From an optimization exercise on the open Yosys and OpenROAD flow, aimed at small area, a short achievable clock period and few clock cycles per item; shortcuts taken in it are not production practice. At most, simulation tests tie the RTL to the original design; equivalence was not proved.

Setup of red:
Design facet_tile, start of the top module:
module facet_tile (
    input  wire        clk,
    input  wire        rst,
    input  wire        start,
    input  wire [1:0]  cls,           
    input  wire [31:0] crc_in,        
    output wire        idle,
    input  wire        in_valid,
    input  wire [7:0]  in_data,
    output wire        in_ready,
    output reg         out_valid,
    output reg  [63:0] out_data,
    input  wire        out_ready,
    output reg         done,
    output wire [3:0]  done_cause,    
    output wire [7:0]  done_offset,   
    output wire [31:0] done_arg,      
    output wire [31:0] done_crc       
);
clock: 10.0 ns
lec_check: 0
cap_margin: 20
core_margin: 2
core_utilization: 30
place_density: 0.5
slew_margin: 50
run.sh (not shown) runs the stock make flow with config.mk's settings and CLKGATE_MAP_FILE= SYNTH_SCRIPT=/design/flow/synth_recipe.tcl, a recipe that flattens the netlist after the stock synthesis.
Testbench counts of red, summed over its fixed seeds: cycles 528,443, tiles 1,920.
Modified inputs, blue compared to red
- CORE_UTILIZATION changed from 30 to 40
- PLACE_DENSITY changed from 0.5 to 0.6
- SLEW_MARGIN changed from 50 to 20
Notes after the runs:
blue vs. red: layout cell share with drive strength beyond 1 went down by 1.8 points.
~same multi-input gate share of the layout cell area in red and blue
The non-clock buffer area fraction after layout was comparable across red and blue.
Sequential share of layout area came out higher on blue than on red.
In blue, the wire length came out 4.6 mm below the value in red.
Number of vias in the routed layout deteriorates in blue relative to red.

== run A ==
Another version of the RTL of facet_tile (not shown whole).
Size in the first run: about 1,700 cells after synthesis, roughly 250 flip-flops, ~0.017 mm^2 of cells after synthesis.
export LEC_CHECK = 0
export CAP_MARGIN = 20
export CORE_MARGIN = 2
export CORE_UTILIZATION = 40
export PLACE_DENSITY = 0.6
export SLEW_MARGIN = 20
create_clock -name core_clock -period 10.0 [get_ports {clk}]
Run A reached the final stage; the timing, design-rule and antenna checks on its layout passed.
Testbench counts of run A, summed over its fixed seeds: cycles 516,466, tiles 1,920.
#### Input delta (run B over run A)
-- flow/config.mk --
<<< run A, line 9
export CORE_MARGIN = 2
export CORE_UTILIZATION = 40
export PLACE_DENSITY = 0.6
export SLEW_MARGIN = 20
>>> run B, line 9
export CORE_MARGIN = 2
export CORE_UTILIZATION = 50
export PLACE_DENSITY = 0.65
export SLEW_MARGIN = 20
==> summary.txt <==
As of run B, final cell count had fallen by a few percent compared to run A. Against run A as the reference, run B delivers a lower total placed cells including tap cells. Run B against run A: layout overhead on the synthesized area went down; initial antenna violation count moved down; final setup slack of the worst path went up by 9.6 ps; die area saw a decrease. Between run B and run A, the transition time of the tightest slew-check pin is lower for run B.
#### Input delta (run C over run B)
-- flow/config.mk --
<<< run B, line 9
export CORE_MARGIN = 2
export CORE_UTILIZATION = 50
export PLACE_DENSITY = 0.65
export SLEW_MARGIN = 20
>>> run C, line 9
export CORE_MARGIN = 2
export CORE_UTILIZATION = 30
export CTS_CLUSTER_DIAMETER = 90
export CTS_CLUSTER_SIZE = 30
export GPL_TIMING_DRIVEN = 0
export PLACE_DENSITY = 0.5
export SLEW_MARGIN = 40
### Flow results
Run C | status: complete | timing, DRC, antenna: pass
Compared with run B, in run C fill cell instance count of the final layout has increased; overall track demand over capacity in global routing saw a decrease; final design area excluding fillers moved up.
Per the comparison of run C with run B, count of non-CTS buffers in the layout went up 75, least setup slack across all paths after layout +200 ps.
### run C -> run D
-- flow/config.mk --
<<< run C, line 9
export CORE_MARGIN = 2
export CORE_UTILIZATION = 30
export CTS_CLUSTER_DIAMETER = 90
>>> run D, line 9
export CORE_MARGIN = 2
export CORE_UTILIZATION = 25
export CTS_CLUSTER_DIAMETER = 90
<<< run C, line 13
export GPL_TIMING_DRIVEN = 0
export PLACE_DENSITY = 0.5
export SLEW_MARGIN = 40
>>> run D, line 13
export GPL_TIMING_DRIVEN = 0
export PLACE_DENSITY = 0.45
export SLEW_MARGIN = 20
Findings:
- [compare] base=run C new=run D: placed standard-cell area increased by about 0.36% relative to the old numbers; shortest period the worst path allows up 25 ps; met2 routed wirelength went up by 1.2 mm; die area now sits higher; worst setup slack has decreased.

Another version of the RTL of facet_tile (not shown whole).
Size in the first run: ~1700 cells after synthesis, about 250 flip-flops, roughly 17000 µm² of cells after synthesis.
export LEC_CHECK = 0
export CAP_MARGIN = 20
export CORE_MARGIN = 2
export CORE_UTILIZATION = 60
export PLACE_DENSITY = 0.8
export SLEW_MARGIN = 20
create_clock -name core_clock -period 10.0 [get_ports {clk}]
The baseline passed the timing, design-rule and antenna checks.
Testbench counts at the start, summed over its fixed seeds: cycles 528,443, tiles 1,920.
Rerun with:
CORE_UTILIZATION = 40   (was 60)
PLACE_DENSITY = 0.6   (was 0.8)
SLEW_MARGIN = 55   (was 20)
Result: Area after synthesis is unchanged. Global-route usage fell by 13 points. Wire length fell by 0.91%. Clock skew rose by 24 ps. Cell area rose by 3.2%.
Rerun with:
ABC_CLOCK_PERIOD_IN_PS = 3000   (was not set)
SLEW_MARGIN = 20   (was 55)
Wire length barely changes.
Cell area goes down by about 2%.
Worst setup slack is better by 18 ps.
Sequential cell count does not change.
Non-clock buffer count goes down by 5.
Final cell count stays flat.
Maximum frequency goes up by 0.44%.
Global-route usage is about the same.
Register-to-register slack is worse by 340 ps.
Rerun with:
ABC_CLOCK_PERIOD_IN_PS = not set   (was 3000)
CORE_UTILIZATION = 60   (was 40)
PLACE_DENSITY = 0.75   (was 0.6)
Outcome: The changed run finished clean. Design area goes down slightly. Wire length goes up slightly. Non-clock buffer count goes up by 1. Die area goes down by a quarter to a third.

## the reference run
facet_tile, a different RTL version from the one above (not shown whole).
Size: roughly 250 flip-flops, ~0.017 mm² of cells after synthesis.
// facet_tile
module facet_tile (
    input  wire        clk,
    input  wire        rst,
    input  wire        start,
    input  wire [1:0]  cls,           
    input  wire [31:0] crc_in,        
    output wire        idle,
    input  wire        in_valid,
    input  wire [7:0]  in_data,
    output wire        in_ready,
    output reg         out_valid,
    output reg  [63:0] out_data,
    input  wire        out_ready,
    output reg         done,
    output wire [3:0]  done_cause,    
    output wire [7:0]  done_offset,   
    output wire [31:0] done_arg,      
    output wire [31:0] done_crc       
);
Settings: LEC_CHECK=0, CAP_MARGIN=20, CORE_MARGIN=2, CORE_UTILIZATION=30, PLACE_DENSITY=0.5, SLEW_MARGIN=20; clock period 10.0 ns.
diff inputs: the reference run => the trial run
Settings: swapping 20 for 50 in SLEW_MARGIN.
### Flow results
[compare] base=the reference run new=the trial run: arrival time of the worst setup path dropped 2.73 ns, worst slew slack as a fraction of its limit now larger, placed wire-length estimate after detailed placement rose 0.36%, number of enable-type register cells in the synthesized netlist comparable, layout cell share with drive strength beyond 1 has increased.
Compared the reference run against the trial run; total track usage within noise.
No stage failed in the trial run, and the final checks on the layout all came back clean.
No run of this note included a check of the RTL's function; only the layout flow was run.

## what the ideal ports hide
The flow's constraints put no driver on any port. The routed layouts listed below were extracted and timed again, unchanged, in two steps.
Step 1, drivers: a clkbuf_16 drives clk and a buf_2 each remaining input, both assumed.
Step 2 also shifts input and output timing later by t, the mid clock arrival at the registers, as if the neighbouring blocks saw the same clock.
Slacks: ideal ports / drivers / drivers and shift; pairs: ideal ports / drivers.
run | t (ns) | slack for setup (ns) | worst hold slack (ns) | worst data-port slew with drivers (ns) | pins driven straight from the clock port
red | 0.644 | 6.014 / 5.959 / 5.863 | 0.461 / 0.461 / 0.461 | 0.06 | 1
blue | 0.644 | 6.020 / 5.963 / 5.867 | 0.466 / 0.466 / 0.466 | 0.05 | 1
run A | 0.618 | 5.887 / 5.887 / 5.682 | 0.486 / 0.486 / 0.486 | 0.06 | 1
run B | 0.608 | 5.897 / 5.887 / 5.817 | 0.493 / 0.493 / 0.493 | 0.04 | 1
run C | 0.609 | 6.092 / 6.027 / 5.839 | 0.462 / 0.462 / 0.462 | 0.06 | 1
run D | 0.612 | 6.067 / 6.005 / 5.656 | 0.490 / 0.490 / 0.490 | 0.06 | 1
the first run of note 3 | 0.611 | 5.910 / 5.856 / 5.786 | 0.477 / 0.477 / 0.477 | 0.08 | 1
the second run of note 3 | 0.638 | 5.922 / 5.869 / 5.973 | 0.473 / 0.473 / 0.473 | 0.07 | 1
the third run of note 3 | 0.617 | 5.940 / 5.888 / 5.757 | 0.471 / 0.471 / 0.471 | 0.06 | 1
the fourth run of note 3 | 0.592 | 5.947 / 5.895 / 5.834 | 0.479 / 0.479 / 0.479 | 0.07 | 1
the reference run | 0.622 | 5.762 / 5.762 / 5.731 | 0.481 / 0.481 / 0.481 | 0.07 | 1
the trial run | 0.653 | 6.029 / 5.973 / 5.825 | 0.473 / 0.473 / 0.473 | 0.08 | 1
After both steps every run listed still meets setup and hold. The setup slack of run D, which loses most, moves by -0.062 ns with the drivers and by -0.411 ns with both steps.
